Source: an optimization exercise on an open RTL-to-GDS flow (aim: small area and a short achievable clock period). Production flows keep margins and buffers that such runs may drop. In this exercise RTL edits were held to simulation tests only and were not proved equivalent to the original. Power is estimated from default activity; no workload was simulated.

--- flow/run.sh ---
#!/bin/bash
# The standard layout (standard.sh), with two changes:
#  - the port buffers are the smallest buffer cell (buf_1) instead of the
#    slow clkdlybuf4s50_1 that buffer_ports picks by default;
#  - the 3-input XOR cells are added to the don't-use list, so the syndrome
#    tree maps to 2-input XORs, which are faster here.
set -euo pipefail
DU="$(make -s -C "$FLOW_HOME" DESIGN_CONFIG="$PWD/config.mk" WORK_HOME="$PWD/orfs" print-DONT_USE_CELLS 2> print.log | sed -n 's/^DONT_USE_CELLS: //p')"
echo "platform don't-use list: $DU" > run.log
for c in xor3_1 xor3_2 xor3_4 xnor3_1 xnor3_2 xnor3_4; do DU="$DU sky130_fd_sc_hd__$c"; done
bash standard.sh DONT_USE_CELLS="$DU" BUFFER_PORTS_ARGS="-buffer_cell sky130_fd_sc_hd__buf_1" finish > standard.log 2>&1
--- standard.sh ---
#!/bin/bash
# synth_recipe.tcl (not shown) runs the flow's synth.tcl, then flattens the netlist and writes it again
# the make line also repeats each setting of config.mk as NAME=value (left out here)
make -C /OpenROAD-flow-scripts/flow DESIGN_CONFIG=/design/flow/config.mk WORK_HOME=/design/flow/orfs CLKGATE_MAP_FILE= SYNTH_SCRIPT=/design/flow/synth_recipe.tcl "${@:-finish}"
--- config.mk ---
export PLATFORM = sky130hd
export DESIGN_NAME = noc_flit_rx
export DESIGN_NICKNAME = noc_flit_rx
export VERILOG_FILES = /design/flow/design.v
export SDC_FILE = /design/flow/constraint.sdc
export NUM_CORES = 4
export LEC_CHECK = 0
export ABC_CLOCK_PERIOD_IN_PS = 7000
export CAP_MARGIN = 20
export CORE_MARGIN = 2
export CORE_UTILIZATION = 60
export CTS_BUF_LIST = sky130_fd_sc_hd__clkbuf_16
export CTS_CLUSTER_DIAMETER = 65
export CTS_CLUSTER_SIZE = 24
export SETUP_SLACK_MARGIN = 5
export SLEW_MARGIN = 20
export TNS_END_PERCENT = 10
--- constraint.sdc ---
create_clock -name core_clock -period 9.0 [get_ports {clk}]
set_input_delay 1.8000 -clock core_clock [delete_from_list [all_inputs] [get_ports {clk}]]
set_output_delay 1.8000 -clock core_clock [all_outputs]
set_load 0.01 [all_outputs]
--- design.v ---
module noc_flit_rx (
    input  wire         clk,
    input  wire         rst,           
    input  wire         in_valid,
    input  wire         in_head,       
    input  wire [255:0] in_flit,
    input  wire [9:0]   in_chk,
    output wire         out_valid,
    output wire         out_head,
    output wire [255:0] out_flit,
    output wire [9:0]   out_chk,
    output wire         out_poison,
    output reg  [31:0]  err_ce,        
    output reg  [31:0]  err_ue         
);
    wire [9:0]  syn_in;        
    reg         v_r;           
    reg         h_r;
    reg [255:0] d_r;           
    reg [3:0]   pl_r, ph_r;    
    reg [7:0]   tl_r, th_r;    
    reg [9:0]   c_r;           
    reg [5:0]   wl_r;          
    reg         wh0_r, wh1_r;  
    reg [5:0]   dc_r;          
    reg         discarding;    
    reg         ce_inc, ue_inc;
    reg [5:0] wl_in, wh_in;
    integer k;
    always @* begin
        wl_in = 6'd0;
        wh_in = 6'd0;
        for (k = 0; k < 32; k = k + 1) begin
            wl_in[(k&1)+(k>>1&1)+(k>>2&1)+(k>>3&1)+(k>>4&1)] =
                wl_in[(k&1)+(k>>1&1)+(k>>2&1)+(k>>3&1)+(k>>4&1)] | (syn_in[4:0] == k);
            wh_in[(k&1)+(k>>1&1)+(k>>2&1)+(k>>3&1)+(k>>4&1)] =
                wh_in[(k&1)+(k>>1&1)+(k>>2&1)+(k>>3&1)+(k>>4&1)] | (syn_in[9:5] == k);
        end
    end
    wire le_last = (syn_in[9:5] < 5'd17) || (syn_in[9:5] == 5'd17 && syn_in[4:0] <= 5'd19);
    wire [5:0] dc_in;
    assign dc_in[0] = wh_in[3] | (wh_in[5] & le_last);
    assign dc_in[1] = wh_in[2] | (wh_in[4] & le_last);
    assign dc_in[2] = wh_in[1] | (wh_in[3] & le_last);
    assign dc_in[3] = wh_in[0] | (wh_in[2] & le_last);
    assign dc_in[4] = wh_in[1] & le_last;
    assign dc_in[5] = wh_in[0] & le_last;
    reg [3:0] pl_in, ph_in;
    reg [7:0] tl_in, th_in;
    always @* begin
        for (k = 0; k < 4; k = k + 1) begin
            pl_in[k] = (syn_in[1:0] == k);
            ph_in[k] = (syn_in[6:5] == k);
        end
        for (k = 0; k < 8; k = k + 1) begin
            tl_in[k] = (syn_in[4:2] == k);
            th_in[k] = (syn_in[9:7] == k);
        end
    end
    wire [9:0] s_r;
    assign s_r[0] = pl_r[1] | pl_r[3];
    assign s_r[1] = pl_r[2] | pl_r[3];
    assign s_r[2] = tl_r[1] | tl_r[3] | tl_r[5] | tl_r[7];
    assign s_r[3] = tl_r[2] | tl_r[3] | tl_r[6] | tl_r[7];
    assign s_r[4] = tl_r[4] | tl_r[5] | tl_r[6] | tl_r[7];
    assign s_r[5] = ph_r[1] | ph_r[3];
    assign s_r[6] = ph_r[2] | ph_r[3];
    assign s_r[7] = th_r[1] | th_r[3] | th_r[5] | th_r[7];
    assign s_r[8] = th_r[2] | th_r[3] | th_r[6] | th_r[7];
    assign s_r[9] = th_r[4] | th_r[5] | th_r[6] | th_r[7];
    wire data_corr     = |(wl_r & dc_r);
    wire chk_corr      = (wl_r[1] & wh0_r) | (wl_r[0] & wh1_r);
    wire clean         = wl_r[0] & wh0_r;
    wire correctable   = data_corr | chk_corr;
    wire uncorrectable = !clean & !correctable;
    wire [255:0] flip;
    wire drop = h_r ? uncorrectable : discarding;
    assign out_valid  = v_r && !drop;
    assign out_head   = h_r;
    assign out_flit   = d_r ^ flip;
    assign out_chk    = data_corr ? c_r : (s_r ^ c_r);
    assign out_poison = !h_r && uncorrectable;
    wire x1 = in_flit[30] ^ in_flit[45];
    wire x2 = in_flit[50] ^ in_flit[66];
    wire x3 = in_flit[71] ^ in_flit[77];
    wire x4 = in_flit[94] ^ in_flit[99];
    wire x5 = in_flit[105] ^ in_flit[112];
    wire x6 = in_flit[241] ^ in_chk[0];
    wire x7 = x1 ^ x2;
    wire x8 = x3 ^ x4;
    wire x9 = x5 ^ x6;
    wire x10 = x7 ^ x8;
    wire x11 = x9 ^ x10;
    wire x12 = in_flit[31] ^ in_flit[46];
    wire x13 = in_flit[51] ^ in_flit[67];
    wire x14 = in_flit[72] ^ in_flit[78];
    wire x15 = in_flit[95] ^ in_flit[100];
    wire x16 = in_flit[106] ^ in_flit[113];
    wire x17 = in_flit[242] ^ in_chk[1];
    wire x18 = x12 ^ x13;
    wire x19 = x14 ^ x15;
    wire x20 = x16 ^ x17;
    wire x21 = x18 ^ x19;
    wire x22 = x20 ^ x21;
    wire x23 = in_flit[10] ^ in_flit[20];
    wire x24 = in_flit[35] ^ in_flit[56];
    wire x25 = in_flit[84] ^ in_flit[166];
    wire x26 = in_flit[201] ^ in_flit[221];
    wire x27 = in_flit[231] ^ x23;
    wire x28 = x24 ^ x25;
    wire x29 = x26 ^ x27;
    wire x30 = x28 ^ x29;
    wire x31 = in_flit[32] ^ in_flit[47];
    wire x32 = in_flit[52] ^ in_flit[68];
    wire x33 = in_flit[73] ^ in_flit[79];
    wire x34 = in_flit[96] ^ in_flit[101];
    wire x35 = in_flit[107] ^ in_flit[114];
    wire x36 = in_flit[243] ^ in_chk[2];
    wire x37 = x31 ^ x32;
    wire x38 = x33 ^ x34;
    wire x39 = x35 ^ x36;
    wire x40 = x37 ^ x38;
    wire x41 = x39 ^ x40;
    wire x42 = in_flit[11] ^ in_flit[21];
    wire x43 = in_flit[36] ^ in_flit[57];
    wire x44 = in_flit[85] ^ in_flit[167];
    wire x45 = in_flit[202] ^ in_flit[222];
    wire x46 = in_flit[232] ^ x42;
    wire x47 = x43 ^ x44;
    wire x48 = x45 ^ x46;
    wire x49 = x47 ^ x48;
    wire x50 = in_flit[12] ^ in_flit[22];
    wire x51 = in_flit[37] ^ in_flit[58];
    wire x52 = in_flit[86] ^ in_flit[168];
    wire x53 = in_flit[203] ^ in_flit[223];
    wire x54 = in_flit[233] ^ x50;
    wire x55 = x51 ^ x52;
    wire x56 = x53 ^ x54;
    wire x57 = x55 ^ x56;
    wire x58 = in_flit[0] ^ in_flit[131];
    wire x59 = in_flit[146] ^ in_flit[156];
    wire x60 = in_flit[181] ^ in_flit[191];
    wire x61 = in_flit[211] ^ in_flit[251];
    wire x62 = x58 ^ x59;
    wire x63 = x60 ^ x61;
    wire x64 = x62 ^ x63;
    wire x65 = in_flit[33] ^ in_flit[48];
    wire x66 = in_flit[53] ^ in_flit[69];
    wire x67 = in_flit[74] ^ in_flit[80];
    wire x68 = in_flit[97] ^ in_flit[102];
    wire x69 = in_flit[108] ^ in_flit[115];
    wire x70 = in_flit[244] ^ in_chk[3];
    wire x71 = x65 ^ x66;
    wire x72 = x67 ^ x68;
    wire x73 = x69 ^ x70;
    wire x74 = x71 ^ x72;
    wire x75 = x73 ^ x74;
    wire x76 = in_flit[13] ^ in_flit[23];
    wire x77 = in_flit[38] ^ in_flit[59];
    wire x78 = in_flit[87] ^ in_flit[169];
    wire x79 = in_flit[204] ^ in_flit[224];
    wire x80 = in_flit[234] ^ x76;
    wire x81 = x77 ^ x78;
    wire x82 = x79 ^ x80;
    wire x83 = x81 ^ x82;
    wire x84 = in_flit[14] ^ in_flit[24];
    wire x85 = in_flit[39] ^ in_flit[60];
    wire x86 = in_flit[88] ^ in_flit[170];
    wire x87 = in_flit[205] ^ in_flit[225];
    wire x88 = in_flit[235] ^ x84;
    wire x89 = x85 ^ x86;
    wire x90 = x87 ^ x88;
    wire x91 = x89 ^ x90;
    wire x92 = in_flit[1] ^ in_flit[132];
    wire x93 = in_flit[147] ^ in_flit[157];
    wire x94 = in_flit[182] ^ in_flit[192];
    wire x95 = in_flit[212] ^ in_flit[252];
    wire x96 = x92 ^ x93;
    wire x97 = x94 ^ x95;
    wire x98 = x96 ^ x97;
    wire x99 = in_flit[15] ^ in_flit[25];
    wire x100 = in_flit[40] ^ in_flit[61];
    wire x101 = in_flit[89] ^ in_flit[171];
    wire x102 = in_flit[206] ^ in_flit[226];
    wire x103 = in_flit[236] ^ x99;
    wire x104 = x100 ^ x101;
    wire x105 = x102 ^ x103;
    wire x106 = x104 ^ x105;
    wire x107 = in_flit[2] ^ in_flit[133];
    wire x108 = in_flit[148] ^ in_flit[158];
    wire x109 = in_flit[183] ^ in_flit[193];
    wire x110 = in_flit[213] ^ in_flit[253];
    wire x111 = x107 ^ x108;
    wire x112 = x109 ^ x110;
    wire x113 = x111 ^ x112;
    wire x114 = in_flit[3] ^ in_flit[134];
    wire x115 = in_flit[149] ^ in_flit[159];
    wire x116 = in_flit[184] ^ in_flit[194];
    wire x117 = in_flit[214] ^ in_flit[254];
    wire x118 = x114 ^ x115;
    wire x119 = x116 ^ x117;
    wire x120 = x118 ^ x119;
    wire x121 = in_flit[121] ^ in_flit[126];
    wire x122 = in_flit[141] ^ in_flit[176];
    wire x123 = in_flit[246] ^ x121;
    wire x124 = x122 ^ x123;
    wire x125 = in_flit[34] ^ in_flit[49];
    wire x126 = in_flit[54] ^ in_flit[70];
    wire x127 = in_flit[75] ^ in_flit[81];
    wire x128 = in_flit[98] ^ in_flit[103];
    wire x129 = in_flit[109] ^ in_flit[116];
    wire x130 = in_flit[245] ^ in_chk[4];
    wire x131 = x125 ^ x126;
    wire x132 = x127 ^ x128;
    wire x133 = x129 ^ x130;
    wire x134 = x131 ^ x132;
    wire x135 = x133 ^ x134;
    wire x136 = in_flit[16] ^ in_flit[26];
    wire x137 = in_flit[41] ^ in_flit[62];
    wire x138 = in_flit[90] ^ in_flit[172];
    wire x139 = in_flit[207] ^ in_flit[227];
    wire x140 = in_flit[237] ^ x136;
    wire x141 = x137 ^ x138;
    wire x142 = x139 ^ x140;
    wire x143 = x141 ^ x142;
    wire x144 = in_flit[17] ^ in_flit[27];
    wire x145 = in_flit[42] ^ in_flit[63];
    wire x146 = in_flit[91] ^ in_flit[173];
    wire x147 = in_flit[208] ^ in_flit[228];
    wire x148 = in_flit[238] ^ x144;
    wire x149 = x145 ^ x146;
    wire x150 = x147 ^ x148;
    wire x151 = x149 ^ x150;
    wire x152 = in_flit[4] ^ in_flit[135];
    wire x153 = in_flit[150] ^ in_flit[160];
    wire x154 = in_flit[185] ^ in_flit[195];
    wire x155 = in_flit[215] ^ in_flit[255];
    wire x156 = x152 ^ x153;
    wire x157 = x154 ^ x155;
    wire x158 = x156 ^ x157;
    wire x159 = in_flit[18] ^ in_flit[28];
    wire x160 = in_flit[43] ^ in_flit[64];
    wire x161 = in_flit[92] ^ in_flit[174];
    wire x162 = in_flit[209] ^ in_flit[229];
    wire x163 = in_flit[239] ^ x159;
    wire x164 = x160 ^ x161;
    wire x165 = x162 ^ x163;
    wire x166 = x164 ^ x165;
    wire x167 = in_flit[5] ^ in_flit[136];
    wire x168 = in_flit[151] ^ in_flit[161];
    wire x169 = in_flit[186] ^ in_flit[196];
    wire x170 = in_flit[216] ^ x167;
    wire x171 = x168 ^ x169;
    wire x172 = x170 ^ x171;
    wire x173 = in_flit[6] ^ in_flit[137];
    wire x174 = in_flit[152] ^ in_flit[162];
    wire x175 = in_flit[187] ^ in_flit[197];
    wire x176 = in_flit[217] ^ x173;
    wire x177 = x174 ^ x175;
    wire x178 = x176 ^ x177;
    wire x179 = in_flit[122] ^ in_flit[127];
    wire x180 = in_flit[142] ^ in_flit[177];
    wire x181 = in_flit[247] ^ x179;
    wire x182 = x180 ^ x181;
    wire x183 = in_flit[19] ^ in_flit[29];
    wire x184 = in_flit[44] ^ in_flit[65];
    wire x185 = in_flit[93] ^ in_flit[175];
    wire x186 = in_flit[210] ^ in_flit[230];
    wire x187 = in_flit[240] ^ x183;
    wire x188 = x184 ^ x185;
    wire x189 = x186 ^ x187;
    wire x190 = x188 ^ x189;
    wire x191 = in_flit[7] ^ in_flit[138];
    wire x192 = in_flit[153] ^ in_flit[163];
    wire x193 = in_flit[188] ^ in_flit[198];
    wire x194 = in_flit[218] ^ x191;
    wire x195 = x192 ^ x193;
    wire x196 = x194 ^ x195;
    wire x197 = in_flit[8] ^ in_flit[139];
    wire x198 = in_flit[154] ^ in_flit[164];
    wire x199 = in_flit[189] ^ in_flit[199];
    wire x200 = in_flit[219] ^ x197;
    wire x201 = x198 ^ x199;
    wire x202 = x200 ^ x201;
    wire x203 = in_flit[123] ^ in_flit[128];
    wire x204 = in_flit[143] ^ in_flit[178];
    wire x205 = in_flit[248] ^ x203;
    wire x206 = x204 ^ x205;
    wire x207 = in_flit[9] ^ in_flit[140];
    wire x208 = in_flit[155] ^ in_flit[165];
    wire x209 = in_flit[190] ^ in_flit[200];
    wire x210 = in_flit[220] ^ x207;
    wire x211 = x208 ^ x209;
    wire x212 = x210 ^ x211;
    wire x213 = in_flit[124] ^ in_flit[129];
    wire x214 = in_flit[144] ^ in_flit[179];
    wire x215 = in_flit[249] ^ x213;
    wire x216 = x214 ^ x215;
    wire x217 = in_flit[125] ^ in_flit[130];
    wire x218 = in_flit[145] ^ in_flit[180];
    wire x219 = in_flit[250] ^ x217;
    wire x220 = x218 ^ x219;
    wire x221 = x124 ^ in_flit[120];
    wire x222 = x64 ^ x182;
    wire x223 = x98 ^ x206;
    wire x224 = x113 ^ x216;
    wire x225 = x221 ^ x222;
    wire x226 = x120 ^ x220;
    wire x227 = x30 ^ x158;
    wire x228 = x49 ^ x172;
    wire x229 = x83 ^ x196;
    wire x230 = x223 ^ x224;
    wire x231 = x225 ^ x227;
    wire x232 = x229 ^ x230;
    wire x233 = x57 ^ x178;
    wire x234 = x91 ^ x202;
    wire x235 = x226 ^ x233;
    wire x236 = x106 ^ x212;
    wire x237 = x11 ^ x143;
    wire x238 = x228 ^ x237;
    wire x239 = x231 ^ x232;
    wire x240 = x238 ^ x239;
    wire x241 = x22 ^ x151;
    wire x242 = x223 ^ x234;
    wire x243 = x241 ^ x231;
    wire x244 = x235 ^ x242;
    wire x245 = x243 ^ x244;
    wire x246 = x41 ^ x166;
    wire x247 = x224 ^ x225;
    wire x248 = x228 ^ x236;
    wire x249 = x246 ^ x235;
    wire x250 = x247 ^ x248;
    wire x251 = x249 ^ x250;
    wire x252 = x75 ^ x190;
    wire x253 = x221 ^ x226;
    wire x254 = x234 ^ x236;
    wire x255 = x252 ^ x253;
    wire x256 = x232 ^ x254;
    wire x257 = x255 ^ x256;
    wire x258 = in_flit[120] ^ x158;
    wire x259 = x172 ^ x178;
    wire x260 = x182 ^ x196;
    wire x261 = x202 ^ x206;
    wire x262 = x212 ^ x216;
    wire x263 = x220 ^ x135;
    wire x264 = x143 ^ x151;
    wire x265 = x166 ^ x190;
    wire x266 = x258 ^ x259;
    wire x267 = x260 ^ x261;
    wire x268 = x262 ^ x263;
    wire x269 = x264 ^ x265;
    wire x270 = x266 ^ x267;
    wire x271 = x268 ^ x269;
    wire x272 = x270 ^ x271;
    wire x273 = in_flit[10] ^ in_flit[11];
    wire x274 = in_flit[12] ^ in_flit[13];
    wire x275 = in_flit[14] ^ in_flit[15];
    wire x276 = in_flit[16] ^ in_flit[17];
    wire x277 = in_flit[18] ^ in_flit[19];
    wire x278 = in_flit[121] ^ in_flit[122];
    wire x279 = in_flit[123] ^ in_flit[124];
    wire x280 = in_flit[125] ^ in_chk[5];
    wire x281 = x273 ^ x274;
    wire x282 = x275 ^ x276;
    wire x283 = x277 ^ x278;
    wire x284 = x279 ^ x280;
    wire x285 = x281 ^ x282;
    wire x286 = x283 ^ x284;
    wire x287 = x285 ^ x286;
    wire x288 = in_flit[20] ^ in_flit[21];
    wire x289 = in_flit[22] ^ in_flit[23];
    wire x290 = in_flit[24] ^ in_flit[25];
    wire x291 = in_flit[26] ^ in_flit[27];
    wire x292 = in_flit[28] ^ in_flit[29];
    wire x293 = in_flit[126] ^ in_flit[127];
    wire x294 = in_flit[128] ^ in_flit[129];
    wire x295 = in_flit[130] ^ in_chk[6];
    wire x296 = x288 ^ x289;
    wire x297 = x290 ^ x291;
    wire x298 = x292 ^ x293;
    wire x299 = x294 ^ x295;
    wire x300 = x296 ^ x297;
    wire x301 = x298 ^ x299;
    wire x302 = x300 ^ x301;
    wire x303 = in_flit[30] ^ in_flit[31];
    wire x304 = in_flit[32] ^ in_flit[33];
    wire x305 = in_flit[34] ^ in_flit[131];
    wire x306 = in_flit[132] ^ in_flit[133];
    wire x307 = in_flit[134] ^ in_flit[135];
    wire x308 = in_flit[136] ^ in_flit[137];
    wire x309 = in_flit[138] ^ in_flit[139];
    wire x310 = in_flit[140] ^ x303;
    wire x311 = x304 ^ x305;
    wire x312 = x306 ^ x307;
    wire x313 = x308 ^ x309;
    wire x314 = x310 ^ x311;
    wire x315 = x312 ^ x313;
    wire x316 = x314 ^ x315;
    wire x317 = in_flit[35] ^ in_flit[36];
    wire x318 = in_flit[37] ^ in_flit[38];
    wire x319 = in_flit[39] ^ in_flit[40];
    wire x320 = in_flit[41] ^ in_flit[42];
    wire x321 = in_flit[43] ^ in_flit[44];
    wire x322 = in_flit[141] ^ in_flit[142];
    wire x323 = in_flit[143] ^ in_flit[144];
    wire x324 = in_flit[145] ^ in_chk[7];
    wire x325 = x317 ^ x318;
    wire x326 = x319 ^ x320;
    wire x327 = x321 ^ x322;
    wire x328 = x323 ^ x324;
    wire x329 = x325 ^ x326;
    wire x330 = x327 ^ x328;
    wire x331 = x329 ^ x330;
    wire x332 = in_flit[45] ^ in_flit[46];
    wire x333 = in_flit[47] ^ in_flit[48];
    wire x334 = in_flit[49] ^ in_flit[146];
    wire x335 = in_flit[147] ^ in_flit[148];
    wire x336 = in_flit[149] ^ in_flit[150];
    wire x337 = in_flit[151] ^ in_flit[152];
    wire x338 = in_flit[153] ^ in_flit[154];
    wire x339 = in_flit[155] ^ x332;
    wire x340 = x333 ^ x334;
    wire x341 = x335 ^ x336;
    wire x342 = x337 ^ x338;
    wire x343 = x339 ^ x340;
    wire x344 = x341 ^ x342;
    wire x345 = x343 ^ x344;
    wire x346 = in_flit[50] ^ in_flit[51];
    wire x347 = in_flit[52] ^ in_flit[53];
    wire x348 = in_flit[54] ^ in_flit[156];
    wire x349 = in_flit[157] ^ in_flit[158];
    wire x350 = in_flit[159] ^ in_flit[160];
    wire x351 = in_flit[161] ^ in_flit[162];
    wire x352 = in_flit[163] ^ in_flit[164];
    wire x353 = in_flit[165] ^ x346;
    wire x354 = x347 ^ x348;
    wire x355 = x349 ^ x350;
    wire x356 = x351 ^ x352;
    wire x357 = x353 ^ x354;
    wire x358 = x355 ^ x356;
    wire x359 = x357 ^ x358;
    wire x360 = in_flit[55] ^ in_flit[166];
    wire x361 = in_flit[167] ^ in_flit[168];
    wire x362 = in_flit[169] ^ in_flit[170];
    wire x363 = in_flit[171] ^ in_flit[172];
    wire x364 = in_flit[173] ^ in_flit[174];
    wire x365 = in_flit[175] ^ x360;
    wire x366 = x361 ^ x362;
    wire x367 = x363 ^ x364;
    wire x368 = x365 ^ x366;
    wire x369 = x367 ^ x368;
    wire x370 = in_flit[56] ^ in_flit[57];
    wire x371 = in_flit[58] ^ in_flit[59];
    wire x372 = in_flit[60] ^ in_flit[61];
    wire x373 = in_flit[62] ^ in_flit[63];
    wire x374 = in_flit[64] ^ in_flit[65];
    wire x375 = in_flit[176] ^ in_flit[177];
    wire x376 = in_flit[178] ^ in_flit[179];
    wire x377 = in_flit[180] ^ in_chk[8];
    wire x378 = x370 ^ x371;
    wire x379 = x372 ^ x373;
    wire x380 = x374 ^ x375;
    wire x381 = x376 ^ x377;
    wire x382 = x378 ^ x379;
    wire x383 = x380 ^ x381;
    wire x384 = x382 ^ x383;
    wire x385 = in_flit[66] ^ in_flit[67];
    wire x386 = in_flit[68] ^ in_flit[69];
    wire x387 = in_flit[70] ^ in_flit[181];
    wire x388 = in_flit[182] ^ in_flit[183];
    wire x389 = in_flit[184] ^ in_flit[185];
    wire x390 = in_flit[186] ^ in_flit[187];
    wire x391 = in_flit[188] ^ in_flit[189];
    wire x392 = in_flit[190] ^ x385;
    wire x393 = x386 ^ x387;
    wire x394 = x388 ^ x389;
    wire x395 = x390 ^ x391;
    wire x396 = x392 ^ x393;
    wire x397 = x394 ^ x395;
    wire x398 = x396 ^ x397;
    wire x399 = in_flit[71] ^ in_flit[72];
    wire x400 = in_flit[73] ^ in_flit[74];
    wire x401 = in_flit[75] ^ in_flit[191];
    wire x402 = in_flit[192] ^ in_flit[193];
    wire x403 = in_flit[194] ^ in_flit[195];
    wire x404 = in_flit[196] ^ in_flit[197];
    wire x405 = in_flit[198] ^ in_flit[199];
    wire x406 = in_flit[200] ^ x399;
    wire x407 = x400 ^ x401;
    wire x408 = x402 ^ x403;
    wire x409 = x404 ^ x405;
    wire x410 = x406 ^ x407;
    wire x411 = x408 ^ x409;
    wire x412 = x410 ^ x411;
    wire x413 = in_flit[76] ^ in_flit[201];
    wire x414 = in_flit[202] ^ in_flit[203];
    wire x415 = in_flit[204] ^ in_flit[205];
    wire x416 = in_flit[206] ^ in_flit[207];
    wire x417 = in_flit[208] ^ in_flit[209];
    wire x418 = in_flit[210] ^ x413;
    wire x419 = x414 ^ x415;
    wire x420 = x416 ^ x417;
    wire x421 = x418 ^ x419;
    wire x422 = x420 ^ x421;
    wire x423 = in_flit[77] ^ in_flit[78];
    wire x424 = in_flit[79] ^ in_flit[80];
    wire x425 = in_flit[81] ^ in_flit[211];
    wire x426 = in_flit[212] ^ in_flit[213];
    wire x427 = in_flit[214] ^ in_flit[215];
    wire x428 = in_flit[216] ^ in_flit[217];
    wire x429 = in_flit[218] ^ in_flit[219];
    wire x430 = in_flit[220] ^ x423;
    wire x431 = x424 ^ x425;
    wire x432 = x426 ^ x427;
    wire x433 = x428 ^ x429;
    wire x434 = x430 ^ x431;
    wire x435 = x432 ^ x433;
    wire x436 = x434 ^ x435;
    wire x437 = in_flit[82] ^ in_flit[221];
    wire x438 = in_flit[222] ^ in_flit[223];
    wire x439 = in_flit[224] ^ in_flit[225];
    wire x440 = in_flit[226] ^ in_flit[227];
    wire x441 = in_flit[228] ^ in_flit[229];
    wire x442 = in_flit[230] ^ x437;
    wire x443 = x438 ^ x439;
    wire x444 = x440 ^ x441;
    wire x445 = x442 ^ x443;
    wire x446 = x444 ^ x445;
    wire x447 = in_flit[83] ^ in_flit[231];
    wire x448 = in_flit[232] ^ in_flit[233];
    wire x449 = in_flit[234] ^ in_flit[235];
    wire x450 = in_flit[236] ^ in_flit[237];
    wire x451 = in_flit[238] ^ in_flit[239];
    wire x452 = in_flit[240] ^ x447;
    wire x453 = x448 ^ x449;
    wire x454 = x450 ^ x451;
    wire x455 = x452 ^ x453;
    wire x456 = x454 ^ x455;
    wire x457 = in_flit[241] ^ in_flit[242];
    wire x458 = in_flit[243] ^ in_flit[244];
    wire x459 = in_flit[245] ^ x457;
    wire x460 = x458 ^ x459;
    wire x461 = in_flit[84] ^ in_flit[85];
    wire x462 = in_flit[86] ^ in_flit[87];
    wire x463 = in_flit[88] ^ in_flit[89];
    wire x464 = in_flit[90] ^ in_flit[91];
    wire x465 = in_flit[92] ^ in_flit[93];
    wire x466 = in_flit[246] ^ in_flit[247];
    wire x467 = in_flit[248] ^ in_flit[249];
    wire x468 = in_flit[250] ^ in_chk[9];
    wire x469 = x461 ^ x462;
    wire x470 = x463 ^ x464;
    wire x471 = x465 ^ x466;
    wire x472 = x467 ^ x468;
    wire x473 = x469 ^ x470;
    wire x474 = x471 ^ x472;
    wire x475 = x473 ^ x474;
    wire x476 = in_flit[94] ^ in_flit[95];
    wire x477 = in_flit[96] ^ in_flit[97];
    wire x478 = in_flit[98] ^ in_flit[251];
    wire x479 = in_flit[252] ^ in_flit[253];
    wire x480 = in_flit[254] ^ in_flit[255];
    wire x481 = x476 ^ x477;
    wire x482 = x478 ^ x479;
    wire x483 = x480 ^ x481;
    wire x484 = x482 ^ x483;
    wire x485 = in_flit[99] ^ in_flit[100];
    wire x486 = in_flit[101] ^ in_flit[102];
    wire x487 = in_flit[103] ^ x485;
    wire x488 = x486 ^ x487;
    wire x489 = in_flit[105] ^ in_flit[106];
    wire x490 = in_flit[107] ^ in_flit[108];
    wire x491 = in_flit[109] ^ x489;
    wire x492 = x490 ^ x491;
    wire x493 = in_flit[112] ^ in_flit[113];
    wire x494 = in_flit[114] ^ in_flit[115];
    wire x495 = in_flit[116] ^ x493;
    wire x496 = x494 ^ x495;
    wire x497 = x369 ^ x460;
    wire x498 = x316 ^ x422;
    wire x499 = x345 ^ x446;
    wire x500 = x398 ^ in_flit[117];
    wire x501 = x484 ^ in_flit[104];
    wire x502 = in_flit[110] ^ x497;
    wire x503 = x499 ^ x502;
    wire x504 = x359 ^ x456;
    wire x505 = x412 ^ in_flit[118];
    wire x506 = x488 ^ in_flit[111];
    wire x507 = x436 ^ in_flit[119];
    wire x508 = x287 ^ x498;
    wire x509 = x500 ^ x501;
    wire x510 = x508 ^ x509;
    wire x511 = x503 ^ x510;
    wire x512 = in_flit[104] ^ x302;
    wire x513 = x506 ^ x504;
    wire x514 = x505 ^ x497;
    wire x515 = x498 ^ x512;
    wire x516 = x513 ^ x514;
    wire x517 = x515 ^ x516;
    wire x518 = in_flit[111] ^ x492;
    wire x519 = x331 ^ x518;
    wire x520 = x504 ^ x507;
    wire x521 = x519 ^ x520;
    wire x522 = x503 ^ x521;
    wire x523 = x460 ^ x496;
    wire x524 = x384 ^ x422;
    wire x525 = x446 ^ x456;
    wire x526 = x523 ^ x505;
    wire x527 = x507 ^ x500;
    wire x528 = x524 ^ x525;
    wire x529 = x526 ^ x527;
    wire x530 = x528 ^ x529;
    wire x531 = in_flit[110] ^ in_flit[117];
    wire x532 = in_flit[118] ^ in_flit[119];
    wire x533 = x531 ^ x532;
    wire x534 = x533 ^ x492;
    wire x535 = x496 ^ x506;
    wire x536 = x475 ^ x534;
    wire x537 = x501 ^ x535;
    wire x538 = x536 ^ x537;
    assign syn_in[0] = x240;
    assign syn_in[1] = x245;
    assign syn_in[2] = x251;
    assign syn_in[3] = x257;
    assign syn_in[4] = x272;
    assign syn_in[5] = x511;
    assign syn_in[6] = x517;
    assign syn_in[7] = x522;
    assign syn_in[8] = x530;
    assign syn_in[9] = x538;
    assign flip[0] = pl_r[3] & tl_r[1] & ph_r[0] & th_r[0];
    assign flip[1] = pl_r[3] & tl_r[2] & ph_r[0] & th_r[0];
    assign flip[2] = pl_r[1] & tl_r[3] & ph_r[0] & th_r[0];
    assign flip[3] = pl_r[2] & tl_r[3] & ph_r[0] & th_r[0];
    assign flip[4] = pl_r[3] & tl_r[4] & ph_r[0] & th_r[0];
    assign flip[5] = pl_r[1] & tl_r[5] & ph_r[0] & th_r[0];
    assign flip[6] = pl_r[2] & tl_r[5] & ph_r[0] & th_r[0];
    assign flip[7] = pl_r[1] & tl_r[6] & ph_r[0] & th_r[0];
    assign flip[8] = pl_r[2] & tl_r[6] & ph_r[0] & th_r[0];
    assign flip[9] = pl_r[0] & tl_r[7] & ph_r[0] & th_r[0];
    assign flip[10] = pl_r[3] & tl_r[0] & ph_r[1] & th_r[0];
    assign flip[11] = pl_r[1] & tl_r[1] & ph_r[1] & th_r[0];
    assign flip[12] = pl_r[2] & tl_r[1] & ph_r[1] & th_r[0];
    assign flip[13] = pl_r[1] & tl_r[2] & ph_r[1] & th_r[0];
    assign flip[14] = pl_r[2] & tl_r[2] & ph_r[1] & th_r[0];
    assign flip[15] = pl_r[0] & tl_r[3] & ph_r[1] & th_r[0];
    assign flip[16] = pl_r[1] & tl_r[4] & ph_r[1] & th_r[0];
    assign flip[17] = pl_r[2] & tl_r[4] & ph_r[1] & th_r[0];
    assign flip[18] = pl_r[0] & tl_r[5] & ph_r[1] & th_r[0];
    assign flip[19] = pl_r[0] & tl_r[6] & ph_r[1] & th_r[0];
    assign flip[20] = pl_r[3] & tl_r[0] & ph_r[2] & th_r[0];
    assign flip[21] = pl_r[1] & tl_r[1] & ph_r[2] & th_r[0];
    assign flip[22] = pl_r[2] & tl_r[1] & ph_r[2] & th_r[0];
    assign flip[23] = pl_r[1] & tl_r[2] & ph_r[2] & th_r[0];
    assign flip[24] = pl_r[2] & tl_r[2] & ph_r[2] & th_r[0];
    assign flip[25] = pl_r[0] & tl_r[3] & ph_r[2] & th_r[0];
    assign flip[26] = pl_r[1] & tl_r[4] & ph_r[2] & th_r[0];
    assign flip[27] = pl_r[2] & tl_r[4] & ph_r[2] & th_r[0];
    assign flip[28] = pl_r[0] & tl_r[5] & ph_r[2] & th_r[0];
    assign flip[29] = pl_r[0] & tl_r[6] & ph_r[2] & th_r[0];
    assign flip[30] = pl_r[1] & tl_r[0] & ph_r[3] & th_r[0];
    assign flip[31] = pl_r[2] & tl_r[0] & ph_r[3] & th_r[0];
    assign flip[32] = pl_r[0] & tl_r[1] & ph_r[3] & th_r[0];
    assign flip[33] = pl_r[0] & tl_r[2] & ph_r[3] & th_r[0];
    assign flip[34] = pl_r[0] & tl_r[4] & ph_r[3] & th_r[0];
    assign flip[35] = pl_r[3] & tl_r[0] & ph_r[0] & th_r[1];
    assign flip[36] = pl_r[1] & tl_r[1] & ph_r[0] & th_r[1];
    assign flip[37] = pl_r[2] & tl_r[1] & ph_r[0] & th_r[1];
    assign flip[38] = pl_r[1] & tl_r[2] & ph_r[0] & th_r[1];
    assign flip[39] = pl_r[2] & tl_r[2] & ph_r[0] & th_r[1];
    assign flip[40] = pl_r[0] & tl_r[3] & ph_r[0] & th_r[1];
    assign flip[41] = pl_r[1] & tl_r[4] & ph_r[0] & th_r[1];
    assign flip[42] = pl_r[2] & tl_r[4] & ph_r[0] & th_r[1];
    assign flip[43] = pl_r[0] & tl_r[5] & ph_r[0] & th_r[1];
    assign flip[44] = pl_r[0] & tl_r[6] & ph_r[0] & th_r[1];
    assign flip[45] = pl_r[1] & tl_r[0] & ph_r[1] & th_r[1];
    assign flip[46] = pl_r[2] & tl_r[0] & ph_r[1] & th_r[1];
    assign flip[47] = pl_r[0] & tl_r[1] & ph_r[1] & th_r[1];
    assign flip[48] = pl_r[0] & tl_r[2] & ph_r[1] & th_r[1];
    assign flip[49] = pl_r[0] & tl_r[4] & ph_r[1] & th_r[1];
    assign flip[50] = pl_r[1] & tl_r[0] & ph_r[2] & th_r[1];
    assign flip[51] = pl_r[2] & tl_r[0] & ph_r[2] & th_r[1];
    assign flip[52] = pl_r[0] & tl_r[1] & ph_r[2] & th_r[1];
    assign flip[53] = pl_r[0] & tl_r[2] & ph_r[2] & th_r[1];
    assign flip[54] = pl_r[0] & tl_r[4] & ph_r[2] & th_r[1];
    assign flip[55] = pl_r[0] & tl_r[0] & ph_r[3] & th_r[1];
    assign flip[56] = pl_r[3] & tl_r[0] & ph_r[0] & th_r[2];
    assign flip[57] = pl_r[1] & tl_r[1] & ph_r[0] & th_r[2];
    assign flip[58] = pl_r[2] & tl_r[1] & ph_r[0] & th_r[2];
    assign flip[59] = pl_r[1] & tl_r[2] & ph_r[0] & th_r[2];
    assign flip[60] = pl_r[2] & tl_r[2] & ph_r[0] & th_r[2];
    assign flip[61] = pl_r[0] & tl_r[3] & ph_r[0] & th_r[2];
    assign flip[62] = pl_r[1] & tl_r[4] & ph_r[0] & th_r[2];
    assign flip[63] = pl_r[2] & tl_r[4] & ph_r[0] & th_r[2];
    assign flip[64] = pl_r[0] & tl_r[5] & ph_r[0] & th_r[2];
    assign flip[65] = pl_r[0] & tl_r[6] & ph_r[0] & th_r[2];
    assign flip[66] = pl_r[1] & tl_r[0] & ph_r[1] & th_r[2];
    assign flip[67] = pl_r[2] & tl_r[0] & ph_r[1] & th_r[2];
    assign flip[68] = pl_r[0] & tl_r[1] & ph_r[1] & th_r[2];
    assign flip[69] = pl_r[0] & tl_r[2] & ph_r[1] & th_r[2];
    assign flip[70] = pl_r[0] & tl_r[4] & ph_r[1] & th_r[2];
    assign flip[71] = pl_r[1] & tl_r[0] & ph_r[2] & th_r[2];
    assign flip[72] = pl_r[2] & tl_r[0] & ph_r[2] & th_r[2];
    assign flip[73] = pl_r[0] & tl_r[1] & ph_r[2] & th_r[2];
    assign flip[74] = pl_r[0] & tl_r[2] & ph_r[2] & th_r[2];
    assign flip[75] = pl_r[0] & tl_r[4] & ph_r[2] & th_r[2];
    assign flip[76] = pl_r[0] & tl_r[0] & ph_r[3] & th_r[2];
    assign flip[77] = pl_r[1] & tl_r[0] & ph_r[0] & th_r[3];
    assign flip[78] = pl_r[2] & tl_r[0] & ph_r[0] & th_r[3];
    assign flip[79] = pl_r[0] & tl_r[1] & ph_r[0] & th_r[3];
    assign flip[80] = pl_r[0] & tl_r[2] & ph_r[0] & th_r[3];
    assign flip[81] = pl_r[0] & tl_r[4] & ph_r[0] & th_r[3];
    assign flip[82] = pl_r[0] & tl_r[0] & ph_r[1] & th_r[3];
    assign flip[83] = pl_r[0] & tl_r[0] & ph_r[2] & th_r[3];
    assign flip[84] = pl_r[3] & tl_r[0] & ph_r[0] & th_r[4];
    assign flip[85] = pl_r[1] & tl_r[1] & ph_r[0] & th_r[4];
    assign flip[86] = pl_r[2] & tl_r[1] & ph_r[0] & th_r[4];
    assign flip[87] = pl_r[1] & tl_r[2] & ph_r[0] & th_r[4];
    assign flip[88] = pl_r[2] & tl_r[2] & ph_r[0] & th_r[4];
    assign flip[89] = pl_r[0] & tl_r[3] & ph_r[0] & th_r[4];
    assign flip[90] = pl_r[1] & tl_r[4] & ph_r[0] & th_r[4];
    assign flip[91] = pl_r[2] & tl_r[4] & ph_r[0] & th_r[4];
    assign flip[92] = pl_r[0] & tl_r[5] & ph_r[0] & th_r[4];
    assign flip[93] = pl_r[0] & tl_r[6] & ph_r[0] & th_r[4];
    assign flip[94] = pl_r[1] & tl_r[0] & ph_r[1] & th_r[4];
    assign flip[95] = pl_r[2] & tl_r[0] & ph_r[1] & th_r[4];
    assign flip[96] = pl_r[0] & tl_r[1] & ph_r[1] & th_r[4];
    assign flip[97] = pl_r[0] & tl_r[2] & ph_r[1] & th_r[4];
    assign flip[98] = pl_r[0] & tl_r[4] & ph_r[1] & th_r[4];
    assign flip[99] = pl_r[1] & tl_r[0] & ph_r[2] & th_r[4];
    assign flip[100] = pl_r[2] & tl_r[0] & ph_r[2] & th_r[4];
    assign flip[101] = pl_r[0] & tl_r[1] & ph_r[2] & th_r[4];
    assign flip[102] = pl_r[0] & tl_r[2] & ph_r[2] & th_r[4];
    assign flip[103] = pl_r[0] & tl_r[4] & ph_r[2] & th_r[4];
    assign flip[104] = pl_r[0] & tl_r[0] & ph_r[3] & th_r[4];
    assign flip[105] = pl_r[1] & tl_r[0] & ph_r[0] & th_r[5];
    assign flip[106] = pl_r[2] & tl_r[0] & ph_r[0] & th_r[5];
    assign flip[107] = pl_r[0] & tl_r[1] & ph_r[0] & th_r[5];
    assign flip[108] = pl_r[0] & tl_r[2] & ph_r[0] & th_r[5];
    assign flip[109] = pl_r[0] & tl_r[4] & ph_r[0] & th_r[5];
    assign flip[110] = pl_r[0] & tl_r[0] & ph_r[1] & th_r[5];
    assign flip[111] = pl_r[0] & tl_r[0] & ph_r[2] & th_r[5];
    assign flip[112] = pl_r[1] & tl_r[0] & ph_r[0] & th_r[6];
    assign flip[113] = pl_r[2] & tl_r[0] & ph_r[0] & th_r[6];
    assign flip[114] = pl_r[0] & tl_r[1] & ph_r[0] & th_r[6];
    assign flip[115] = pl_r[0] & tl_r[2] & ph_r[0] & th_r[6];
    assign flip[116] = pl_r[0] & tl_r[4] & ph_r[0] & th_r[6];
    assign flip[117] = pl_r[0] & tl_r[0] & ph_r[1] & th_r[6];
    assign flip[118] = pl_r[0] & tl_r[0] & ph_r[2] & th_r[6];
    assign flip[119] = pl_r[0] & tl_r[0] & ph_r[0] & th_r[7];
    assign flip[120] = pl_r[3] & tl_r[7] & ph_r[0] & th_r[0];
    assign flip[121] = pl_r[3] & tl_r[3] & ph_r[1] & th_r[0];
    assign flip[122] = pl_r[3] & tl_r[5] & ph_r[1] & th_r[0];
    assign flip[123] = pl_r[3] & tl_r[6] & ph_r[1] & th_r[0];
    assign flip[124] = pl_r[1] & tl_r[7] & ph_r[1] & th_r[0];
    assign flip[125] = pl_r[2] & tl_r[7] & ph_r[1] & th_r[0];
    assign flip[126] = pl_r[3] & tl_r[3] & ph_r[2] & th_r[0];
    assign flip[127] = pl_r[3] & tl_r[5] & ph_r[2] & th_r[0];
    assign flip[128] = pl_r[3] & tl_r[6] & ph_r[2] & th_r[0];
    assign flip[129] = pl_r[1] & tl_r[7] & ph_r[2] & th_r[0];
    assign flip[130] = pl_r[2] & tl_r[7] & ph_r[2] & th_r[0];
    assign flip[131] = pl_r[3] & tl_r[1] & ph_r[3] & th_r[0];
    assign flip[132] = pl_r[3] & tl_r[2] & ph_r[3] & th_r[0];
    assign flip[133] = pl_r[1] & tl_r[3] & ph_r[3] & th_r[0];
    assign flip[134] = pl_r[2] & tl_r[3] & ph_r[3] & th_r[0];
    assign flip[135] = pl_r[3] & tl_r[4] & ph_r[3] & th_r[0];
    assign flip[136] = pl_r[1] & tl_r[5] & ph_r[3] & th_r[0];
    assign flip[137] = pl_r[2] & tl_r[5] & ph_r[3] & th_r[0];
    assign flip[138] = pl_r[1] & tl_r[6] & ph_r[3] & th_r[0];
    assign flip[139] = pl_r[2] & tl_r[6] & ph_r[3] & th_r[0];
    assign flip[140] = pl_r[0] & tl_r[7] & ph_r[3] & th_r[0];
    assign flip[141] = pl_r[3] & tl_r[3] & ph_r[0] & th_r[1];
    assign flip[142] = pl_r[3] & tl_r[5] & ph_r[0] & th_r[1];
    assign flip[143] = pl_r[3] & tl_r[6] & ph_r[0] & th_r[1];
    assign flip[144] = pl_r[1] & tl_r[7] & ph_r[0] & th_r[1];
    assign flip[145] = pl_r[2] & tl_r[7] & ph_r[0] & th_r[1];
    assign flip[146] = pl_r[3] & tl_r[1] & ph_r[1] & th_r[1];
    assign flip[147] = pl_r[3] & tl_r[2] & ph_r[1] & th_r[1];
    assign flip[148] = pl_r[1] & tl_r[3] & ph_r[1] & th_r[1];
    assign flip[149] = pl_r[2] & tl_r[3] & ph_r[1] & th_r[1];
    assign flip[150] = pl_r[3] & tl_r[4] & ph_r[1] & th_r[1];
    assign flip[151] = pl_r[1] & tl_r[5] & ph_r[1] & th_r[1];
    assign flip[152] = pl_r[2] & tl_r[5] & ph_r[1] & th_r[1];
    assign flip[153] = pl_r[1] & tl_r[6] & ph_r[1] & th_r[1];
    assign flip[154] = pl_r[2] & tl_r[6] & ph_r[1] & th_r[1];
    assign flip[155] = pl_r[0] & tl_r[7] & ph_r[1] & th_r[1];
    assign flip[156] = pl_r[3] & tl_r[1] & ph_r[2] & th_r[1];
    assign flip[157] = pl_r[3] & tl_r[2] & ph_r[2] & th_r[1];
    assign flip[158] = pl_r[1] & tl_r[3] & ph_r[2] & th_r[1];
    assign flip[159] = pl_r[2] & tl_r[3] & ph_r[2] & th_r[1];
    assign flip[160] = pl_r[3] & tl_r[4] & ph_r[2] & th_r[1];
    assign flip[161] = pl_r[1] & tl_r[5] & ph_r[2] & th_r[1];
    assign flip[162] = pl_r[2] & tl_r[5] & ph_r[2] & th_r[1];
    assign flip[163] = pl_r[1] & tl_r[6] & ph_r[2] & th_r[1];
    assign flip[164] = pl_r[2] & tl_r[6] & ph_r[2] & th_r[1];
    assign flip[165] = pl_r[0] & tl_r[7] & ph_r[2] & th_r[1];
    assign flip[166] = pl_r[3] & tl_r[0] & ph_r[3] & th_r[1];
    assign flip[167] = pl_r[1] & tl_r[1] & ph_r[3] & th_r[1];
    assign flip[168] = pl_r[2] & tl_r[1] & ph_r[3] & th_r[1];
    assign flip[169] = pl_r[1] & tl_r[2] & ph_r[3] & th_r[1];
    assign flip[170] = pl_r[2] & tl_r[2] & ph_r[3] & th_r[1];
    assign flip[171] = pl_r[0] & tl_r[3] & ph_r[3] & th_r[1];
    assign flip[172] = pl_r[1] & tl_r[4] & ph_r[3] & th_r[1];
    assign flip[173] = pl_r[2] & tl_r[4] & ph_r[3] & th_r[1];
    assign flip[174] = pl_r[0] & tl_r[5] & ph_r[3] & th_r[1];
    assign flip[175] = pl_r[0] & tl_r[6] & ph_r[3] & th_r[1];
    assign flip[176] = pl_r[3] & tl_r[3] & ph_r[0] & th_r[2];
    assign flip[177] = pl_r[3] & tl_r[5] & ph_r[0] & th_r[2];
    assign flip[178] = pl_r[3] & tl_r[6] & ph_r[0] & th_r[2];
    assign flip[179] = pl_r[1] & tl_r[7] & ph_r[0] & th_r[2];
    assign flip[180] = pl_r[2] & tl_r[7] & ph_r[0] & th_r[2];
    assign flip[181] = pl_r[3] & tl_r[1] & ph_r[1] & th_r[2];
    assign flip[182] = pl_r[3] & tl_r[2] & ph_r[1] & th_r[2];
    assign flip[183] = pl_r[1] & tl_r[3] & ph_r[1] & th_r[2];
    assign flip[184] = pl_r[2] & tl_r[3] & ph_r[1] & th_r[2];
    assign flip[185] = pl_r[3] & tl_r[4] & ph_r[1] & th_r[2];
    assign flip[186] = pl_r[1] & tl_r[5] & ph_r[1] & th_r[2];
    assign flip[187] = pl_r[2] & tl_r[5] & ph_r[1] & th_r[2];
    assign flip[188] = pl_r[1] & tl_r[6] & ph_r[1] & th_r[2];
    assign flip[189] = pl_r[2] & tl_r[6] & ph_r[1] & th_r[2];
    assign flip[190] = pl_r[0] & tl_r[7] & ph_r[1] & th_r[2];
    assign flip[191] = pl_r[3] & tl_r[1] & ph_r[2] & th_r[2];
    assign flip[192] = pl_r[3] & tl_r[2] & ph_r[2] & th_r[2];
    assign flip[193] = pl_r[1] & tl_r[3] & ph_r[2] & th_r[2];
    assign flip[194] = pl_r[2] & tl_r[3] & ph_r[2] & th_r[2];
    assign flip[195] = pl_r[3] & tl_r[4] & ph_r[2] & th_r[2];
    assign flip[196] = pl_r[1] & tl_r[5] & ph_r[2] & th_r[2];
    assign flip[197] = pl_r[2] & tl_r[5] & ph_r[2] & th_r[2];
    assign flip[198] = pl_r[1] & tl_r[6] & ph_r[2] & th_r[2];
    assign flip[199] = pl_r[2] & tl_r[6] & ph_r[2] & th_r[2];
    assign flip[200] = pl_r[0] & tl_r[7] & ph_r[2] & th_r[2];
    assign flip[201] = pl_r[3] & tl_r[0] & ph_r[3] & th_r[2];
    assign flip[202] = pl_r[1] & tl_r[1] & ph_r[3] & th_r[2];
    assign flip[203] = pl_r[2] & tl_r[1] & ph_r[3] & th_r[2];
    assign flip[204] = pl_r[1] & tl_r[2] & ph_r[3] & th_r[2];
    assign flip[205] = pl_r[2] & tl_r[2] & ph_r[3] & th_r[2];
    assign flip[206] = pl_r[0] & tl_r[3] & ph_r[3] & th_r[2];
    assign flip[207] = pl_r[1] & tl_r[4] & ph_r[3] & th_r[2];
    assign flip[208] = pl_r[2] & tl_r[4] & ph_r[3] & th_r[2];
    assign flip[209] = pl_r[0] & tl_r[5] & ph_r[3] & th_r[2];
    assign flip[210] = pl_r[0] & tl_r[6] & ph_r[3] & th_r[2];
    assign flip[211] = pl_r[3] & tl_r[1] & ph_r[0] & th_r[3];
    assign flip[212] = pl_r[3] & tl_r[2] & ph_r[0] & th_r[3];
    assign flip[213] = pl_r[1] & tl_r[3] & ph_r[0] & th_r[3];
    assign flip[214] = pl_r[2] & tl_r[3] & ph_r[0] & th_r[3];
    assign flip[215] = pl_r[3] & tl_r[4] & ph_r[0] & th_r[3];
    assign flip[216] = pl_r[1] & tl_r[5] & ph_r[0] & th_r[3];
    assign flip[217] = pl_r[2] & tl_r[5] & ph_r[0] & th_r[3];
    assign flip[218] = pl_r[1] & tl_r[6] & ph_r[0] & th_r[3];
    assign flip[219] = pl_r[2] & tl_r[6] & ph_r[0] & th_r[3];
    assign flip[220] = pl_r[0] & tl_r[7] & ph_r[0] & th_r[3];
    assign flip[221] = pl_r[3] & tl_r[0] & ph_r[1] & th_r[3];
    assign flip[222] = pl_r[1] & tl_r[1] & ph_r[1] & th_r[3];
    assign flip[223] = pl_r[2] & tl_r[1] & ph_r[1] & th_r[3];
    assign flip[224] = pl_r[1] & tl_r[2] & ph_r[1] & th_r[3];
    assign flip[225] = pl_r[2] & tl_r[2] & ph_r[1] & th_r[3];
    assign flip[226] = pl_r[0] & tl_r[3] & ph_r[1] & th_r[3];
    assign flip[227] = pl_r[1] & tl_r[4] & ph_r[1] & th_r[3];
    assign flip[228] = pl_r[2] & tl_r[4] & ph_r[1] & th_r[3];
    assign flip[229] = pl_r[0] & tl_r[5] & ph_r[1] & th_r[3];
    assign flip[230] = pl_r[0] & tl_r[6] & ph_r[1] & th_r[3];
    assign flip[231] = pl_r[3] & tl_r[0] & ph_r[2] & th_r[3];
    assign flip[232] = pl_r[1] & tl_r[1] & ph_r[2] & th_r[3];
    assign flip[233] = pl_r[2] & tl_r[1] & ph_r[2] & th_r[3];
    assign flip[234] = pl_r[1] & tl_r[2] & ph_r[2] & th_r[3];
    assign flip[235] = pl_r[2] & tl_r[2] & ph_r[2] & th_r[3];
    assign flip[236] = pl_r[0] & tl_r[3] & ph_r[2] & th_r[3];
    assign flip[237] = pl_r[1] & tl_r[4] & ph_r[2] & th_r[3];
    assign flip[238] = pl_r[2] & tl_r[4] & ph_r[2] & th_r[3];
    assign flip[239] = pl_r[0] & tl_r[5] & ph_r[2] & th_r[3];
    assign flip[240] = pl_r[0] & tl_r[6] & ph_r[2] & th_r[3];
    assign flip[241] = pl_r[1] & tl_r[0] & ph_r[3] & th_r[3];
    assign flip[242] = pl_r[2] & tl_r[0] & ph_r[3] & th_r[3];
    assign flip[243] = pl_r[0] & tl_r[1] & ph_r[3] & th_r[3];
    assign flip[244] = pl_r[0] & tl_r[2] & ph_r[3] & th_r[3];
    assign flip[245] = pl_r[0] & tl_r[4] & ph_r[3] & th_r[3];
    assign flip[246] = pl_r[3] & tl_r[3] & ph_r[0] & th_r[4];
    assign flip[247] = pl_r[3] & tl_r[5] & ph_r[0] & th_r[4];
    assign flip[248] = pl_r[3] & tl_r[6] & ph_r[0] & th_r[4];
    assign flip[249] = pl_r[1] & tl_r[7] & ph_r[0] & th_r[4];
    assign flip[250] = pl_r[2] & tl_r[7] & ph_r[0] & th_r[4];
    assign flip[251] = pl_r[3] & tl_r[1] & ph_r[1] & th_r[4];
    assign flip[252] = pl_r[3] & tl_r[2] & ph_r[1] & th_r[4];
    assign flip[253] = pl_r[1] & tl_r[3] & ph_r[1] & th_r[4];
    assign flip[254] = pl_r[2] & tl_r[3] & ph_r[1] & th_r[4];
    assign flip[255] = pl_r[3] & tl_r[4] & ph_r[1] & th_r[4];
    always @(posedge clk) begin
        if (rst) begin
            v_r        <= 1'b0;
            discarding <= 1'b0;
            ce_inc     <= 1'b0;
            ue_inc     <= 1'b0;
            err_ce     <= 32'd0;
            err_ue     <= 32'd0;
        end else begin
            v_r <= in_valid;
            if (v_r && h_r)
                discarding <= uncorrectable;
            ce_inc <= v_r && !drop && correctable;
            ue_inc <= v_r && h_r && uncorrectable;
            err_ce <= err_ce + ce_inc;
            err_ue <= err_ue + ue_inc;
        end
    end
    always @(posedge clk) begin
        h_r <= in_head;
        d_r <= in_flit;
        pl_r <= pl_in;
        tl_r <= tl_in;
        ph_r <= ph_in;
        th_r <= th_in;
        wl_r <= wl_in;
        wh0_r <= wh_in[0];
        wh1_r <= wh_in[1];
        dc_r <= dc_in;
        c_r <= in_chk;
    end
endmodule
==> results of run 1 <==
## worst min-delay path, cell delays in order (launching register included)
cell and delay [ns]:
dfxtp_1 0.31, nand2_1 0.09, nor3_1 0.05
## through the flow
stage | instances | hold slack, ns | util
after floorplan | 1927 | 0.455 | -
final | 2929 | 0.493 | 0.756
after global placement | 2846 | 0.468 | 0.688
after global routing | 2926 | 0.507 | 0.756
after detailed placement | 2846 | 0.480 | 0.688
after CTS | 2904 | 0.493 | 0.729
## metal layers
layer  vias to the layer above  track usage  routed length (um)
met3                       205       0.0850                5780
met4                         0        0.188                3520
met5                         -            0                   0
li1                       7233            -                   -
met2                       832        0.650               32300
met1                      7625        0.484               25800
## layout make-up
cell class	instances	area, sq um	share of cell area
Clock buffer	31	776	0.0337
Sequential cell	373	7510	0.326
Timing Repair Buffer	632	2540	0.111
Clock inverter	27	383	0.0166
Multi-Input combinational cell	1454	11200	0.489
Tap cell	396	495	0.0215
Antenna cell	3	7.51	0.000326
Inverter	13	48.8	0.00212
## layout by cell type (no fill, tap or decap), types with 3 or more instances in the layout
| cell type | count |
|---|---|
| clkbuf_16 | 31 |
| buf_4 | 26 |
| dfxtp_2 | 7 |
| buf_1 | 570 |
| xor2_1 | 102 |
| buf_2 | 5 |
| nor3_1 | 6 |
| nand2_1 | 211 |
| or3_1 | 16 |
| xnor2_2 | 68 |
| diode_2 | 3 |
| and2_2 | 14 |
| clkinv_8 | 10 |
| and2_1 | 20 |
| buf_6 | 3 |
| nor2_1 | 71 |
| and2_4 | 9 |
| nand3_1 | 82 |
| ha_1 | 4 |
| a21oi_1 | 17 |
| inv_1 | 11 |
| inv_6 | 4 |
| clkbuf_2 | 27 |
| nand4_1 | 40 |
| nor2b_1 | 9 |
| xnor2_1 | 678 |
| dfxtp_4 | 8 |
| o41ai_1 | 5 |
| inv_8 | 6 |
| o21ai_0 | 19 |
| dfxtp_1 | 358 |
| o21ai_1 | 9 |
| nand2b_1 | 4 |
| xnor2_4 | 7 |
| and3_1 | 24 |
## power by group through the flow
stage,Clock [uW],Combinational [uW],Sequential [uW]
2_1_floorplan,0,4100,1950
3_3_place_gp,0,5130,2060
3_5_place_dp,0,5150,2060
4_1_cts,1510,5190,2030
5_1_grt,1570,6770,2060
6_report,1500,6390,2050
## Yosys cell counts, types with 3 or more instances
| master | number |
|---|---|
| o21ai_1 | 9 |
| inv_1 | 12 |
| and2_1 | 38 |
| xnor2_2 | 15 |
| buf_1 | 5 |
| nand3_1 | 82 |
| nand4_1 | 40 |
| and3_1 | 24 |
| clkbuf_1 | 84 |
| or3_1 | 16 |
| o41ai_1 | 6 |
| nor3_1 | 7 |
| ha_1 | 4 |
| a21o_1 | 3 |
| nor2b_1 | 9 |
| dfxtp_1 | 373 |
| nor2_1 | 73 |
| nand2_1 | 213 |
| o21ai_0 | 20 |
| xnor2_1 | 735 |
| xor2_1 | 105 |
| and2_0 | 4 |
| a21oi_1 | 18 |
| nand2b_1 | 5 |
| nor4_1 | 3 |
| a22oi_1 | 3 |
## cells by family (layout without fill, tap and decap cells)
family | after synthesis | count (layout) | share of synthesized area
other | 0 | 3 | 0
DFF | 373 | 373 | 0.405
and+or+nand+nor | 521 | 522 | 0.133
xor gates and xnor gates | 857 | 858 | 0.415
muxes | 2 | 2 | 0.00115
AOI/OAI and AO/OA | 68 | 68 | 0.0223
adders and majority gates | 4 | 4 | 0.00272
buffers and inverters | 102 | 703 | 0.0208
## worst max-delay path by stage
| stage | endpoint | cells past startpoint | from | slack, ns |
|---|---|---|---|---|
| after floorplan | wl_r[3] | 12 | in_flit[177] | 4.98 |
| after global placement | wl_r[3] | 13 | in_flit[142] | 4.26 |
| after detailed placement | wl_r[3] | 13 | in_flit[142] | 4.20 |
| after CTS | wl_r[3] | 13 | in_flit[142] | 4.80 |
| after global routing | wl_r[2] | 13 | in_flit[179] | 4.87 |
| final | out_chk[5] | 7 | dc_r[2] | 4.94 |
## sequential cells by signal (all words and copies together) (netlist names)
name / count
wh0_r: 1
dc_r: 6
pl_r: 4
v_r: 1
ph_r: 4
discarding: 1
ue_inc: 1
ce_inc: 1
c_r: 10
wh1_r: 1
tl_r: 8
h_r: 1
th_r: 8
err_ce: 32
err_ue: 32
d_r: 256
wl_r: 6
## repair_timing
action,in CTS,in global routing
hold buffers,0,0
gates cloned,0,2
setup endpoints to repair,243,144
pin swaps,0,42
buffers inserted,0,20
gates resized for setup,43,134
==> impl_metrics.csv, run 1 <==
group,metric,value,unit
timing,rsz0062_at_grt,"yes",
detailed_routing,vias_per_cell,5.43,
grt,grt_max_degree,69,
floorplan,fp.coreArea,30400,sq um
flow_run,cap_viol_max_count,0,
place,pre_cts_ws,4.20,ns
timing,fmax,0.246,GHz
setup_path,worstPathArrival,2.26,ns
clocking,clkSlewWorstSetupHoldPaths,0.09,ns
power,p_switching,4510,uW
setup_path,cp_max_fo,3,
worst_hold_path,min_from,"v_r",
floorplan,dieHeight,179,um
detailed_routing,wl,67300,um
layout,nFillCells,2374,
worst_hold_path,hold_depth,2,
power,power_density,432,nW/um^2
place,portBuffers,602,
timing,hold_viol_final,0,
setup_path,start_kind,"flop",
power,p_int,5430,uW
setup_path,path_delay_family,"compound AO/OA/AOI/OAI gates",
layout,nNetsFinal,2779,
setup_path,r2r_end,"err_ce[27]",
grt,antenna_found_initial,1,
grt,grt_pass1_wl,92200,um
setup_path,crit_chain,"a22oi_2 -> nand2_2 -> a221oi_4 -> buf_4 -> o21ai_0 -> xnor2_1 -> clkbuf_2",
floorplan,die_area,32100,sq um
clocking,numCtsBuffers,31,
timing,slew_violations,0,
clocking,htree_levels,1,
setup_path,path_class,"flop to primary output",
worst_hold_path,hold_class,"flop to flop",
grt,grt_util_all_layers,0.392,
worst_hold_path,hold_end,"ue_inc",
timing,worst_slack,4.94,ns
setup_path,ff2ff_setup_slack,6.31,ns
place,hpwl,52100,um
power,power_frac_clock,0.151,
timing,worstMarginPinSlew,0.717,ns
timing,slew_headroom,0.522,
layout,design_area,23000,sq um
setup_path,slowest_delay,0.32,ns
detailed_routing,vias,15900,
yosys,ys_seq_area_frac,0.405,
place,place_area,20900,sq um
timing,final-setup-viol-count,0,
yosys,syn_area_per_cell,9.56,sq um
detailed_routing,drt_iter0_drc,1007,
yosys,ys_top_cells_by_area,"dfxtp_1, xnor2_1, xor2_1",
setup_path,worstSetupEndpointType,"primary output",
detailed_routing,first_pass_iters,5,
grt,grt_pass1_vias,15100,
power,leakagePower,0.00804,uW
place,globalplace.congestion,0.972,
clocking,cts_max_path_buffers,3,
yosys,synth_largest_area_cell,"dfxtp_1",
setup_path,critPathBufInv,2,
power,ir_drop,678,uV
power,seqPwrFrac,0.206,
clocking,cts_sinks,373,
power,power.total,9950,uW
floorplan,dieWidth,179,um
clocking,clockRootBuffer,"clkbuf_16",
floorplan,row_count,64,
layout,final_layout_size_suffix_gt1_frac,0.100,
yosys,syn_area,18400,sq um
detailed_routing,wl_per_cell,23.0,um
detailed_routing,postRouteAntennaNets,0,
floorplan,start_util,0.606,
layout,area_growth,24.8,%
grt,grt-ovfl-total,0,
yosys,netlist.area_leader.share,0.405,
yosys,ys_async_sr_fraction,0,
yosys,dominantRegCellSynth,"dfxtp_1",
floorplan,io_pins,603,
power,switching_share,0.454,
clocking,clock_latency,0.59,ns
setup_path,reg2reg_from,"err_ce[3]",
yosys,synth_edf_count,0,
yosys,synth_fp_nets,2201,
clocking,cts_tree,"yes",
timing,period_share,0.452,
timing,tns,0,ns
timing,fin_skew,0.0112,ns
yosys,yosysWarningCount,1,
setup_path,critPathSlowestCell,"dfxtp_1",
yosys,synth.distinct_cells,45,
yosys,synth-seq-cells,373,
detailed_routing,drc,0,
power,combinationalPowerShare,0.643,
setup_path,crit_required,7.20,ns
yosys,synthCells,1927,
status,status,"timing/DRC/antenna clean",
setup_path,reg2reg_depth,10,
timing,fin_crit,4.06,ns
==> run 2, diff against run 1 <==
--- a/config.mk
+++ b/config.mk
@@ -8,10 +8,9 @@
 export ABC_CLOCK_PERIOD_IN_PS = 7000
 export CAP_MARGIN = 20
 export CORE_MARGIN = 2
-export CORE_UTILIZATION = 60
+export CORE_UTILIZATION = 64
 export CTS_BUF_LIST = sky130_fd_sc_hd__clkbuf_16
 export CTS_CLUSTER_DIAMETER = 65
 export CTS_CLUSTER_SIZE = 24
 export SETUP_SLACK_MARGIN = 5
 export SLEW_MARGIN = 20
-export TNS_END_PERCENT = 10
==> run 2 against run 1 <==
Design area up 0.39%. First-iteration DRC count up 25%. Non-clock buffer count up 13. Combinational power up 5.6%.
==> impl_metrics.csv, run 2 <==
group,metric,value,unit
timing,fin_skew,0.0282,ns
floorplan,row_count,62,
power,combinationalPowerShare,0.659,
clocking,numCtsBuffers,29,
power,power_density,443,nW/um^2
power,p_int,5620,uW
setup_path,cp_max_fo,24,
setup_path,worstSetupEndpointType,"primary output",
grt,grt_pass1_wl,95300,um
yosys,ys_top_cells_by_area,"dfxtp_1, xnor2_1, xor2_1",
detailed_routing,first_pass_iters,5,
timing,fin_crit,4.02,ns
setup_path,worstPathArrival,2.22,ns
yosys,dominantRegCellSynth,"dfxtp_1",
layout,regMostFlops,"d_r",
clocking,holdBufCountCts,0,
timing,rsz0062_at_grt,"yes",
detailed_routing,drt_iter0_drc,1256,
layout,nNetsFinal,2789,
floorplan,dieWidth,174,um
worst_hold_path,hold_depth,2,
clocking,cts_tree,"yes",
yosys,synth_largest_area_cell,"dfxtp_1",
yosys,syn_area_per_cell,9.56,sq um
detailed_routing,vias_per_cell,5.55,
clocking,cts_sinks,373,
power,p_switching,4610,uW
yosys,synth-seq-cells,373,
detailed_routing,wl_per_cell,23.1,um
timing,final-setup-viol-count,0,
yosys,synth_fp_nets,2201,
detailed_routing,vias,16200,
setup_path,ff2ff_setup_slack,6.37,ns
setup_path,critPathSlowestCell,"dfxtp_4",
yosys,ys_seq_area_frac,0.405,
yosys,netlist.area_leader.share,0.405,
status,status,"timing/DRC/antenna clean",
setup_path,crit_path_start,"pl_r[0]",
floorplan,fp.coreArea,28500,sq um
clocking,clockRootBuffer,"clkbuf_16",
power,switching_share,0.450,
floorplan,io_pins,603,
clocking,clkSlewWorstSetupHoldPaths,0.08,ns
clocking,clock_latency,0.60,ns
yosys,synth.most_common_cell,"xnor2_1",
yosys,synth_commonest_cells,"xnor2_1, dfxtp_1, nand2_1",
place,globalplace.congestion,0.999,
setup_path,crit_chain,"buf_6 -> and2_4 -> nand3_1 -> xnor2_1 -> buf_1",
timing,worstMarginPinSlew,0.686,ns
detailed_routing,postRouteAntennaNets,0,
layout,largest_reg_flops,256,
place,portBuffers,602,
worst_hold_path,min_from,"err_ue[6]",
clocking,htree_levels,1,
detailed_routing,drc,0,
power,seqPwrFrac,0.203,
grt,grt_util_all_layers,0.421,
setup_path,slowest_delay,0.47,ns
grt,antenna_found_initial,1,
setup_path,reg2reg_depth,8,
timing,tns,0,ns
yosys,synth.distinct_cells,45,
yosys,synthCells,1927,
yosys,syn_area,18400,sq um
layout,reg_top3,"d_r: 256 flops, err_ce: 32 flops, err_ue: 32 flops",
power,power_frac_clock,0.138,
worst_hold_path,hold_class,"flop to flop",
detailed_routing,wl,67700,um
timing,hold_slack,0.502,ns
setup_path,start_kind,"flop",
setup_path,path_class,"flop to primary output",
## run 2: cell counts after synthesis
Identical to the previous run, type by type.
## run 2: kinds of logic (layout without fill, tap and decap cells)
group | Yosys count | in the layout | synth area share
other cells | 0 | 3 | 0
simple gates | 521 | 521 | 0.133
xor+xnor | 857 | 858 | 0.415
mux | 2 | 2 | 0.00115
fa+ha+maj | 4 | 4 | 0.00272
compound gates | 68 | 68 | 0.0223
buf+inv | 102 | 712 | 0.0208
flops | 373 | 373 | 0.405
## run 2: metrics by stage
| step | utilization | cell area (sq um) | setup slack (ns) |
|---|---|---|---|
| 2_1_floorplan | - | 18500 | 4.99 |
| 3_3_place_gp | 0.734 | 21000 | 4.28 |
| 3_5_place_dp | 0.734 | 21000 | 4.22 |
| 4_1_cts | 0.788 | 22500 | 4.86 |
| 5_1_grt | 0.809 | 23100 | 4.90 |
| 6_report | 0.809 | 23100 | 4.98 |
## run 2: routing by layer
layer	vias to the layer above	part of all wire	global-route usage	wire, um
li1	7259	-	-	-
met1	7704	0.37	0.512	24700
met2	1032	0.46	0.697	31400
met3	250	0.10	0.0934	7020
met4	0	0.067	0.226	4540
met5	-	0	0	0
## run 2: area by class of cell
| class | count | share of cell area |
|---|---|---|
| clock buffers | 29 | 0.0314 |
| flip-flops and latches | 373 | 0.326 |
| multi-input cells | 1453 | 0.490 |
| diodes | 3 | 0.000325 |
| clock inverters | 25 | 0.0131 |
| inverters | 13 | 0.00211 |
| well taps | 384 | 0.0208 |
| repair buffers | 645 | 0.116 |
## run 2: worst max-delay path by stage
stage                    endpoint  slack, ns
floorplan                 wl_r[3]       4.99
global placement          dc_r[1]       4.28
detailed placement        dc_r[1]       4.22
CTS                  out_flit[90]       4.86
global route              dc_r[3]       4.90
finish              out_flit[119]       4.98
## run 2: power by group through the flow
stage	logic (uW)	registers [uW]	clock network (uW)
floorplan	4120	1950	0
global placement	5040	2070	0
detailed placement	5130	2080	0
CTS	6010	2050	1400
global route	7130	2080	1460
finish	6750	2070	1410
## run 2: what timing repair did
| item | in CTS | in global routing |
|---|---|---|
| setup endpoints to repair | 250 | 110 |
| pin swaps | 10 | 54 |
| cloned | 0 | 1 |
| buffers inserted | 25 | 8 |
| gates resized for setup | 83 | 123 |
## run 2: critical path, delay by kind of cell, from the launching register on
kind / cells / cell delay [ns]
xor gates and xnor gates: 1 / 0.17
and+or+nand+nor: 2 / 0.49
buffers and inverters: 2 / 0.49
DFF: 1 / 0.47

Check on run 2: ideal ports give 4.984 ns setup slack; a clkbuf_16 on the clock port and buf_2 on the inputs give 4.929 ns; moving port delays by the midpoint clock arrival (0.635 ns) as well gives 4.394 ns.
